Background: an optimization exercise with open tools, aiming at small area, a short achievable clock period and few clock cycles per item. Do not read the settings as production practice.

==> v9: inputs <==
==> flow/design.v <==
module shake256_core (
    input  wire         clk,
    input  wire         rst,         
    input  wire         in_valid,
    output wire         in_ready,
    input  wire [63:0]  in_data,     
    input  wire         in_last,
    input  wire [3:0]   in_nbytes,   
    output wire         done,
    output wire [255:0] digest       
);
    localparam integer RATE_LANES = 17;   
    reg [4:0]  wptr;       
    reg        wfirst;     
    reg        padpend;    
    reg        bfull;      
    reg        blast;      
    reg        bfirst;     
    reg [4:0]  blen;       
    reg        run;        
    reg [4:0]  rnd;        
    reg        plast;      
    reg        done_r;
    reg        rdy_r;      
    reg        go_r;       
    reg        keep_r;     
    reg        nkeep_r;    
    reg [RATE_LANES-1:0] use_r;   
    reg        padb_r;     
    reg [63:0] bl [0:RATE_LANES-1];
    reg [63:0] st [0:24];   
    assign in_ready = rdy_r;
    assign done     = done_r;
    assign digest   = {st[3], st[2], st[1], st[0]};
    wire       acc     = in_valid && rdy_r;
    wire       padw    = padpend && !bfull;
    wire       short_l = in_last && (in_nbytes < 4'd8);    
    wire       wr      = acc || padw;
    wire       take    = !run && bfull;                     
    reg [63:0] din;
    integer j;
    always @* begin
        for (j = 0; j < 8; j = j + 1) begin
            if (padpend)
                din[8*j +: 8] = (j == 0) ? 8'h1F : 8'h00;
            else if (!short_l || j < in_nbytes[2:0])
                din[8*j +: 8] = in_data[8*j +: 8];
            else if (j == in_nbytes[2:0])
                din[8*j +: 8] = 8'h1F;
            else
                din[8*j +: 8] = 8'h00;
        end
    end
    integer i;
    always @(posedge clk) begin
        for (i = 0; i < RATE_LANES; i = i + 1)
            if (wr && wptr == i)
                bl[i] <= din;
    end
    reg [4:0] wptr_n, blen_n, rnd_n;
    reg       wfirst_n, padpend_n, bfull_n, blast_n, bfirst_n, run_n, plast_n;
    reg       cpl, cpl_last;
    always @* begin
        wptr_n = wptr; wfirst_n = wfirst; padpend_n = padpend;
        bfull_n = bfull && !take; blast_n = blast; bfirst_n = bfirst; blen_n = blen;
        cpl = 1'b0; cpl_last = 1'b0;
        if (padw) begin
            cpl = 1'b1; cpl_last = 1'b1; padpend_n = 1'b0;
        end else if (acc) begin
            if (short_l) begin
                cpl = 1'b1; cpl_last = 1'b1;
            end else begin
                if (in_last)
                    padpend_n = 1'b1;
                if (wptr == RATE_LANES-1)
                    cpl = 1'b1;
            end
        end
        if (cpl) begin
            bfull_n  = 1'b1;
            blast_n  = cpl_last;
            bfirst_n = wfirst;
            blen_n   = wptr;
            wfirst_n = cpl_last;
            wptr_n   = 5'd0;
        end else if (acc) begin
            wptr_n = wptr + 5'd1;
        end
        run_n = run; rnd_n = rnd; plast_n = plast;
        if (run) begin
            if (rnd == 5'd23) begin
                run_n = 1'b0; rnd_n = 5'd0;
            end else begin
                rnd_n = rnd + 5'd1;
            end
        end else if (bfull) begin
            run_n = 1'b1; rnd_n = 5'd1; plast_n = blast;
        end
        if (rst) begin
            wptr_n = 5'd0; wfirst_n = 1'b1; padpend_n = 1'b0; bfull_n = 1'b0;
            run_n = 1'b0; rnd_n = 5'd0;
        end
    end
    wire take_n = !run_n && bfull_n;
    always @(posedge clk) begin
        wptr    <= wptr_n;
        wfirst  <= wfirst_n;
        padpend <= padpend_n;
        bfull   <= bfull_n;
        blast   <= blast_n;
        bfirst  <= bfirst_n;
        blen    <= blen_n;
        run     <= run_n;
        rnd     <= rnd_n;
        plast   <= plast_n;
        done_r  <= !rst && run && rnd == 5'd23 && plast;
        rdy_r   <= !bfull_n && !padpend_n;
        go_r    <= run_n || bfull_n;
        keep_r  <= !(take_n && bfirst_n);
        nkeep_r <= take_n && bfirst_n;
        padb_r  <= take_n && blast_n;
        for (i = 0; i < RATE_LANES; i = i + 1)
            use_r[i] <= take_n && (i <= blen_n);
    end
    function [63:0] rc;
        input [4:0] r;
        begin
            case (r)
                5'd0:  rc = 64'h0000000000000001;
                5'd1:  rc = 64'h0000000000008082;
                5'd2:  rc = 64'h800000000000808A;
                5'd3:  rc = 64'h8000000080008000;
                5'd4:  rc = 64'h000000000000808B;
                5'd5:  rc = 64'h0000000080000001;
                5'd6:  rc = 64'h8000000080008081;
                5'd7:  rc = 64'h8000000000008009;
                5'd8:  rc = 64'h000000000000008A;
                5'd9:  rc = 64'h0000000000000088;
                5'd10: rc = 64'h0000000080008009;
                5'd11: rc = 64'h000000008000000A;
                5'd12: rc = 64'h000000008000808B;
                5'd13: rc = 64'h800000000000008B;
                5'd14: rc = 64'h8000000000008089;
                5'd15: rc = 64'h8000000000008003;
                5'd16: rc = 64'h8000000000008002;
                5'd17: rc = 64'h8000000000000080;
                5'd18: rc = 64'h000000000000800A;
                5'd19: rc = 64'h800000008000000A;
                5'd20: rc = 64'h8000000080008081;
                5'd21: rc = 64'h8000000000008080;
                5'd22: rc = 64'h0000000080000001;
                default: rc = 64'h8000000080008008;
            endcase
        end
    endfunction
    function integer rho;
        input integer k;
        begin
            case (k)
                0: rho = 0;   1: rho = 1;   2: rho = 62;  3: rho = 28;  4: rho = 27;
                5: rho = 36;  6: rho = 44;  7: rho = 6;   8: rho = 55;  9: rho = 20;
                10: rho = 3;  11: rho = 10; 12: rho = 43; 13: rho = 25; 14: rho = 39;
                15: rho = 41; 16: rho = 45; 17: rho = 15; 18: rho = 21; 19: rho = 8;
                20: rho = 18; 21: rho = 2;  22: rho = 61; 23: rho = 56; default: rho = 14;
            endcase
        end
    endfunction
    reg [63:0] xs [0:24];
    reg [63:0] c [0:4];
    reg [63:0] d [0:4];
    reg [63:0] a [0:24];
    reg [63:0] b [0:24];
    reg [63:0] nxt [0:24];
    integer x, y;
    always @* begin
        for (i = 0; i < 25; i = i + 1) begin
            xs[i] = ((i % 2 == 0) ? keep_r : !nkeep_r) ? st[i] : 64'd0;
            if (i < RATE_LANES)
                xs[i] = xs[i] ^ (use_r[i] ? bl[i] : 64'd0);
        end
        xs[RATE_LANES-1][63] = xs[RATE_LANES-1][63] ^ padb_r;
        for (x = 0; x < 5; x = x + 1)
            c[x] = xs[x] ^ xs[x+5] ^ xs[x+10] ^ xs[x+15] ^ xs[x+20];
        for (x = 0; x < 5; x = x + 1)
            d[x] = c[(x+4)%5] ^ {c[(x+1)%5][62:0], c[(x+1)%5][63]};
        for (i = 0; i < 25; i = i + 1)
            a[i] = xs[i] ^ d[i%5];
        for (x = 0; x < 5; x = x + 1)
            for (y = 0; y < 5; y = y + 1)
                b[y + 5*((2*x + 3*y) % 5)] = (a[x+5*y] << rho(x+5*y)) |
                                             (a[x+5*y] >> ((64 - rho(x+5*y)) % 64));
        for (x = 0; x < 5; x = x + 1)
            for (y = 0; y < 5; y = y + 1)
                nxt[x+5*y] = b[x+5*y] ^ (~b[(x+1)%5+5*y] & b[(x+2)%5+5*y]);
        nxt[0] = nxt[0] ^ rc(rnd);
    end
    always @(posedge clk) begin
        if (go_r)
            for (i = 0; i < 25; i = i + 1)
                st[i] <= nxt[i];
    end
endmodule
==> flow/flow/run.sh <==
#!/bin/bash
# Standard ORFS layout, except that synthesis maps the logic with an
# area-oriented ABC script (flow/abc_map.script) in place of ORFS's speed
# script. Everything else in synthesis (synth_recipe.tcl: no fsm/share passes,
# flattening, renaming) is the standard flow's own, so registers and their cells are the
# standard synthesis's.
set -euo pipefail
W=$(pwd)
{
  cat <<'EOT'
proc abc {args} {
  set i [lsearch -exact $args -script]
  if { $i >= 0 } { set args [lreplace $args $i [expr {$i + 1}] -script $::env(MY_ABC_SCRIPT)] }
  set j [lsearch -exact $args -D]
  if { $j >= 0 } { set args [lreplace $args $j [expr {$j + 1}]] }
  yosys abc {*}$args
}
EOT
  cat synth_recipe.tcl
} > "$W/flow_synth.tcl"
export MY_ABC_SCRIPT="$W/flow/abc_map.script"
bash standard.sh SYNTH_SCRIPT="$W/flow_synth.tcl" synth > "$W/synth_make.log" 2>&1
bash standard.sh > "$W/layout_make.log" 2>&1
==> flow/flow/abc_map.script <==
strash
dch
map -a
topo
stime -c
==> flow/standard.sh <==
#!/bin/bash
# synth_recipe.tcl (not shown) runs the flow's synth.tcl, then flattens the netlist and writes it again
# the make line also repeats each setting of config.mk as NAME=value (left out here)
make -C /OpenROAD-flow-scripts/flow DESIGN_CONFIG=/design/flow/config.mk WORK_HOME=/design/flow/orfs CLKGATE_MAP_FILE= SYNTH_SCRIPT=/design/flow/synth_recipe.tcl "${@:-finish}"
==> flow/config.mk <==
export PLATFORM = sky130hd
export DESIGN_NAME = shake256_core
export DESIGN_NICKNAME = shake256_core
export VERILOG_FILES = /design/flow/design.v
export SDC_FILE = /design/flow/constraint.sdc
export NUM_CORES = 8
export LEC_CHECK = 0
export CAP_MARGIN = 30
export CORE_MARGIN = 2
export CORE_UTILIZATION = 45
export SETUP_SLACK_MARGIN = 2.5
export SLEW_MARGIN = 30
==> flow/constraint.sdc <==
create_clock -name core_clock -period 6.5 [get_ports {clk}]
set_input_delay 1.3000 -clock core_clock [delete_from_list [all_inputs] [get_ports {clk}]]
set_output_delay 1.3000 -clock core_clock [all_outputs]
set_load 0.01 [all_outputs]
==> v25 (differences from v9) <==
--- a/flow/design.v
+++ b/flow/design.v
@@ -168,2 +168,5 @@
     reg [63:0] xs [0:24];
+    reg [63:0] ab [0:24];
+    reg [63:0] ps [0:4];
+    reg [63:0] pb [0:4];
     reg [63:0] c [0:4];
@@ -176,9 +179,14 @@
         for (i = 0; i < 25; i = i + 1) begin
-            xs[i] = ((i % 2 == 0) ? keep_r : !nkeep_r) ? st[i] : 64'd0;
+            ab[i] = 64'd0;
             if (i < RATE_LANES)
-                xs[i] = xs[i] ^ (use_r[i] ? bl[i] : 64'd0);
-        end
-        xs[RATE_LANES-1][63] = xs[RATE_LANES-1][63] ^ padb_r;
-        for (x = 0; x < 5; x = x + 1)
-            c[x] = xs[x] ^ xs[x+5] ^ xs[x+10] ^ xs[x+15] ^ xs[x+20];
+                ab[i] = use_r[i] ? bl[i] : 64'd0;
+        end
+        ab[RATE_LANES-1][63] = ab[RATE_LANES-1][63] ^ padb_r;
+        for (i = 0; i < 25; i = i + 1)
+            xs[i] = (nkeep_r ? 64'd0 : st[i]) ^ ab[i];
+        for (x = 0; x < 5; x = x + 1) begin
+            ps[x] = st[x] ^ st[x+5] ^ st[x+10] ^ st[x+15] ^ st[x+20];
+            pb[x] = ab[x] ^ ab[x+5] ^ ab[x+10] ^ ab[x+15] ^ ab[x+20];
+            c[x]  = (keep_r ? ps[x] : 64'd0) ^ pb[x];
+        end
         for (x = 0; x < 5; x = x + 1)
==> v24 (differences from v9) <==
==> flow/design.v, changed modules only <==
module shake256_core (
    input  wire         clk,
    input  wire         rst,         
    input  wire         in_valid,
    output wire         in_ready,
    input  wire [63:0]  in_data,     
    input  wire         in_last,
    input  wire [3:0]   in_nbytes,   
    output wire         done,
    output wire [255:0] digest       
);
    localparam integer RATE_LANES = 17;   
    reg [4:0]  wptr;       
    reg        wfirst;     
    reg        padpend;    
    reg        bfull;      
    reg        blast;      
    reg        bfirst;     
    reg        run;        
    reg [4:0]  rnd;        
    reg        plast;      
    reg        done_r;
    reg        rdy_r;      
    reg        go_r;       
    reg        keep_r;     
    reg        nkeep_r;    
    reg        abs_r;      
    reg        padb_r;     
    reg [RATE_LANES-1:0] arm_r;    
    reg [RATE_LANES-1:0] parm_r;   
    reg        clr_r;      
    reg [63:0] bl [0:RATE_LANES-1];
    reg [63:0] st [0:24];   
    assign in_ready = rdy_r;
    assign done     = done_r;
    assign digest   = {st[3], st[2], st[1], st[0]};
    wire       acc     = in_valid && rdy_r;
    wire       padw    = padpend && !bfull;
    wire       short_l = in_last && (in_nbytes < 4'd8);    
    wire       take    = !run && bfull;                     
    reg [63:0] din;
    integer j;
    always @* begin
        for (j = 0; j < 8; j = j + 1) begin
            if (clr_r)
                din[8*j +: 8] = 8'h00;
            else if (padpend)
                din[8*j +: 8] = (j == 0) ? 8'h1F : 8'h00;
            else if (!short_l || j < in_nbytes[2:0])
                din[8*j +: 8] = in_data[8*j +: 8];
            else if (j == in_nbytes[2:0])
                din[8*j +: 8] = 8'h1F;
            else
                din[8*j +: 8] = 8'h00;
        end
    end
    integer i;
    always @(posedge clk) begin
        for (i = 0; i < RATE_LANES; i = i + 1)
            if ((arm_r[i] && in_valid) || parm_r[i] || clr_r)
                bl[i] <= din;
    end
    reg [4:0] wptr_n, rnd_n;
    reg       wfirst_n, padpend_n, bfull_n, blast_n, bfirst_n, run_n, plast_n;
    reg       cpl, cpl_last;
    always @* begin
        wptr_n = wptr; wfirst_n = wfirst; padpend_n = padpend;
        bfull_n = bfull && !take; blast_n = blast; bfirst_n = bfirst;
        cpl = 1'b0; cpl_last = 1'b0;
        if (padw) begin
            cpl = 1'b1; cpl_last = 1'b1; padpend_n = 1'b0;
        end else if (acc) begin
            if (short_l) begin
                cpl = 1'b1; cpl_last = 1'b1;
            end else begin
                if (in_last)
                    padpend_n = 1'b1;
                if (wptr == RATE_LANES-1)
                    cpl = 1'b1;
            end
        end
        if (cpl) begin
            bfull_n  = 1'b1;
            blast_n  = cpl_last;
            bfirst_n = wfirst;
            wfirst_n = cpl_last;
            wptr_n   = 5'd0;
        end else if (acc) begin
            wptr_n = wptr + 5'd1;
        end
        run_n = run; rnd_n = rnd; plast_n = plast;
        if (run) begin
            if (rnd == 5'd23) begin
                run_n = 1'b0; rnd_n = 5'd0;
            end else begin
                rnd_n = rnd + 5'd1;
            end
        end else if (bfull) begin
            run_n = 1'b1; rnd_n = 5'd1; plast_n = blast;
        end
        if (rst) begin
            wptr_n = 5'd0; wfirst_n = 1'b1; padpend_n = 1'b0; bfull_n = 1'b0;
            run_n = 1'b0; rnd_n = 5'd0;
        end
    end
    wire take_n = !run_n && bfull_n;
    always @(posedge clk) begin
        wptr    <= wptr_n;
        wfirst  <= wfirst_n;
        padpend <= padpend_n;
        bfull   <= bfull_n;
        blast   <= blast_n;
        bfirst  <= bfirst_n;
        run     <= run_n;
        rnd     <= rnd_n;
        plast   <= plast_n;
        done_r  <= !rst && run && rnd == 5'd23 && plast;
        rdy_r   <= !bfull_n && !padpend_n && !rst;
        go_r    <= run_n || bfull_n;
        keep_r  <= !(take_n && bfirst_n);
        nkeep_r <= take_n && bfirst_n;
        abs_r   <= take_n;
        padb_r  <= take_n && blast_n;
        clr_r   <= take_n || rst;
        for (i = 0; i < RATE_LANES; i = i + 1) begin
            arm_r[i]  <= !bfull_n && !padpend_n && !rst && (wptr_n == i);
            parm_r[i] <= !bfull_n && padpend_n && (wptr_n == i);
        end
    end
    function [63:0] rc;
        input [4:0] r;
        begin
            case (r)
                5'd0:  rc = 64'h0000000000000001;
                5'd1:  rc = 64'h0000000000008082;
                5'd2:  rc = 64'h800000000000808A;
                5'd3:  rc = 64'h8000000080008000;
                5'd4:  rc = 64'h000000000000808B;
                5'd5:  rc = 64'h0000000080000001;
                5'd6:  rc = 64'h8000000080008081;
                5'd7:  rc = 64'h8000000000008009;
                5'd8:  rc = 64'h000000000000008A;
                5'd9:  rc = 64'h0000000000000088;
                5'd10: rc = 64'h0000000080008009;
                5'd11: rc = 64'h000000008000000A;
                5'd12: rc = 64'h000000008000808B;
                5'd13: rc = 64'h800000000000008B;
                5'd14: rc = 64'h8000000000008089;
                5'd15: rc = 64'h8000000000008003;
                5'd16: rc = 64'h8000000000008002;
                5'd17: rc = 64'h8000000000000080;
                5'd18: rc = 64'h000000000000800A;
                5'd19: rc = 64'h800000008000000A;
                5'd20: rc = 64'h8000000080008081;
                5'd21: rc = 64'h8000000000008080;
                5'd22: rc = 64'h0000000080000001;
                default: rc = 64'h8000000080008008;
            endcase
        end
    endfunction
    function integer rho;
        input integer k;
        begin
            case (k)
                0: rho = 0;   1: rho = 1;   2: rho = 62;  3: rho = 28;  4: rho = 27;
                5: rho = 36;  6: rho = 44;  7: rho = 6;   8: rho = 55;  9: rho = 20;
                10: rho = 3;  11: rho = 10; 12: rho = 43; 13: rho = 25; 14: rho = 39;
                15: rho = 41; 16: rho = 45; 17: rho = 15; 18: rho = 21; 19: rho = 8;
                20: rho = 18; 21: rho = 2;  22: rho = 61; 23: rho = 56; default: rho = 14;
            endcase
        end
    endfunction
    reg [63:0] bx [0:24];
    reg [63:0] xs [0:24];
    reg [63:0] ps [0:4];
    reg [63:0] pb [0:4];
    reg [63:0] c [0:4];
    reg [63:0] d [0:4];
    reg [63:0] a [0:24];
    reg [63:0] b [0:24];
    reg [63:0] nxt [0:24];
    integer x, y;
    always @* begin
        for (i = 0; i < 25; i = i + 1)
            bx[i] = (i < RATE_LANES) ? bl[i] : 64'd0;
        for (i = 0; i < 25; i = i + 1)
            xs[i] = (nkeep_r ? 64'd0 : st[i]) ^ (abs_r ? bx[i] : 64'd0);
        xs[RATE_LANES-1][63] = xs[RATE_LANES-1][63] ^ padb_r;
        for (x = 0; x < 5; x = x + 1) begin
            ps[x] = st[x] ^ st[x+5] ^ st[x+10] ^ st[x+15] ^ st[x+20];
            pb[x] = bx[x] ^ bx[x+5] ^ bx[x+10] ^ bx[x+15] ^ bx[x+20];
            c[x]  = (keep_r ? ps[x] : 64'd0) ^ (abs_r ? pb[x] : 64'd0);
        end
        c[RATE_LANES % 5 - 1][63] = c[RATE_LANES % 5 - 1][63] ^ padb_r;
        for (x = 0; x < 5; x = x + 1)
            d[x] = c[(x+4)%5] ^ {c[(x+1)%5][62:0], c[(x+1)%5][63]};
        for (i = 0; i < 25; i = i + 1)
            a[i] = xs[i] ^ d[i%5];
        for (x = 0; x < 5; x = x + 1)
            for (y = 0; y < 5; y = y + 1)
                b[y + 5*((2*x + 3*y) % 5)] = (a[x+5*y] << rho(x+5*y)) |
                                             (a[x+5*y] >> ((64 - rho(x+5*y)) % 64));
        for (x = 0; x < 5; x = x + 1)
            for (y = 0; y < 5; y = y + 1)
                nxt[x+5*y] = b[x+5*y] ^ (~b[(x+1)%5+5*y] & b[(x+2)%5+5*y]);
        nxt[0] = nxt[0] ^ rc(rnd);
    end
    always @(posedge clk) begin
        if (go_r)
            for (i = 0; i < 25; i = i + 1)
                st[i] <= nxt[i];
    end
endmodule
==> flow/flow/run.sh (replaced) <==
#!/bin/bash
# Standard ORFS layout with two changes:
# - synthesis maps the logic with an area-oriented ABC script
#   (flow/abc_map.script) in place of ORFS's speed script. Everything else in
#   synthesis (synth_recipe.tcl: no fsm/share passes, flattening, renaming) is
#   the standard flow's own, so registers and their cells are the standard synthesis's.
# - the port buffers that global placement inserts are buf_2 cells.
# Each make run's output goes to its own log here; ORFS's per-step logs are
# under orfs/logs.
set -euo pipefail
W=$(pwd)
{
  cat <<'EOT'
proc abc {args} {
  set i [lsearch -exact $args -script]
  if { $i >= 0 } { set args [lreplace $args $i [expr {$i + 1}] -script $::env(MY_ABC_SCRIPT)] }
  set j [lsearch -exact $args -D]
  if { $j >= 0 } { set args [lreplace $args $j [expr {$j + 1}]] }
  yosys abc {*}$args
}
EOT
  cat synth_recipe.tcl
} > "$W/flow_synth.tcl"
export MY_ABC_SCRIPT="$W/flow/abc_map.script"
bash standard.sh SYNTH_SCRIPT="$W/flow_synth.tcl" synth > "$W/synth_make.log" 2>&1
bash standard.sh "BUFFER_PORTS_ARGS=-buffer_cell sky130_fd_sc_hd__buf_2" finish > "$W/layout_make.log" 2>&1
SETUP_SLACK_MARGIN = 2.2   (was 2.5)
==> reports/summary.txt <==
Status = finished clean
Layout Cells excl Fill = 22,100
Hold Path Depth = 2
Net count, final = 17,200
Reg2reg start = keep_r
Design area = 219,000 sq um
Seq/total area = 0.374
Vias = 132,000
Worst Setup EP = st[18][56]
Min Tclk post-route = 4210 ps
Flop-to-flop setup slack = 2290 ps
Synth warn = 9
the above is filed under v9

==> reports/summary.txt <==
Status = finished clean
Hold Path Depth = 0
Synth warn = 12
Crit path depth = 12
Vias = 139,000
Worst Setup EP = st[16][31]
Worst Max-Slew Pin Slew = 1160 ps
Layout Cells excl Fill = 23,600
Net count, final = 18,400
Reg2reg start = use_r[8]
Flop-to-flop setup slack = 2150 ps
Design area = 208,000 sq um
the above is filed under v25

==> reports/summary.txt <==
Status = finished clean
Flop-to-flop setup slack = 1760 ps
Worst Setup EP = st[5][24]
Net count, final = 17,800
Design area = 198,000 sq um
Layout Cells excl Fill = 23,000
Vias = 135,000
the above is filed under v24

No run of this note included a check of the RTL's function; only the layout flow was run.

-- port drivers added, routing unchanged --
Ports are ideal in the flow. The routed layouts listed here were re-timed in OpenROAD. Step 1 sets driving cells, clkbuf_16 on the clock port and buf_2 on the other inputs (assumed; they add their load-dependent delay and slew). Step 2, shift: input delay + t, output delay - t, t = (earliest + latest rising clock arrival at the registers) / 2. This alone moves slack from input paths to output paths. Slacks: ideal ports / drivers / drivers and shift; pairs: ideal ports / drivers.
run	shift t [ns]	setup WS [ns]	clock arrival spread, ns	pins driven straight from the clock port
v9	1.107	2.293 / 2.293 / 1.508	0.059 / 0.059	1
v25	1.122	2.145 / 2.145 / 1.425	0.051 / 0.051	1
v24	1.105	1.756 / 1.756 / 1.720	0.061 / 0.061	1
After both steps setup and hold are still met in every run listed. The setup slack of v9, which loses most, moves by 0.000 ns with the drivers and by -0.785 ns with both steps.
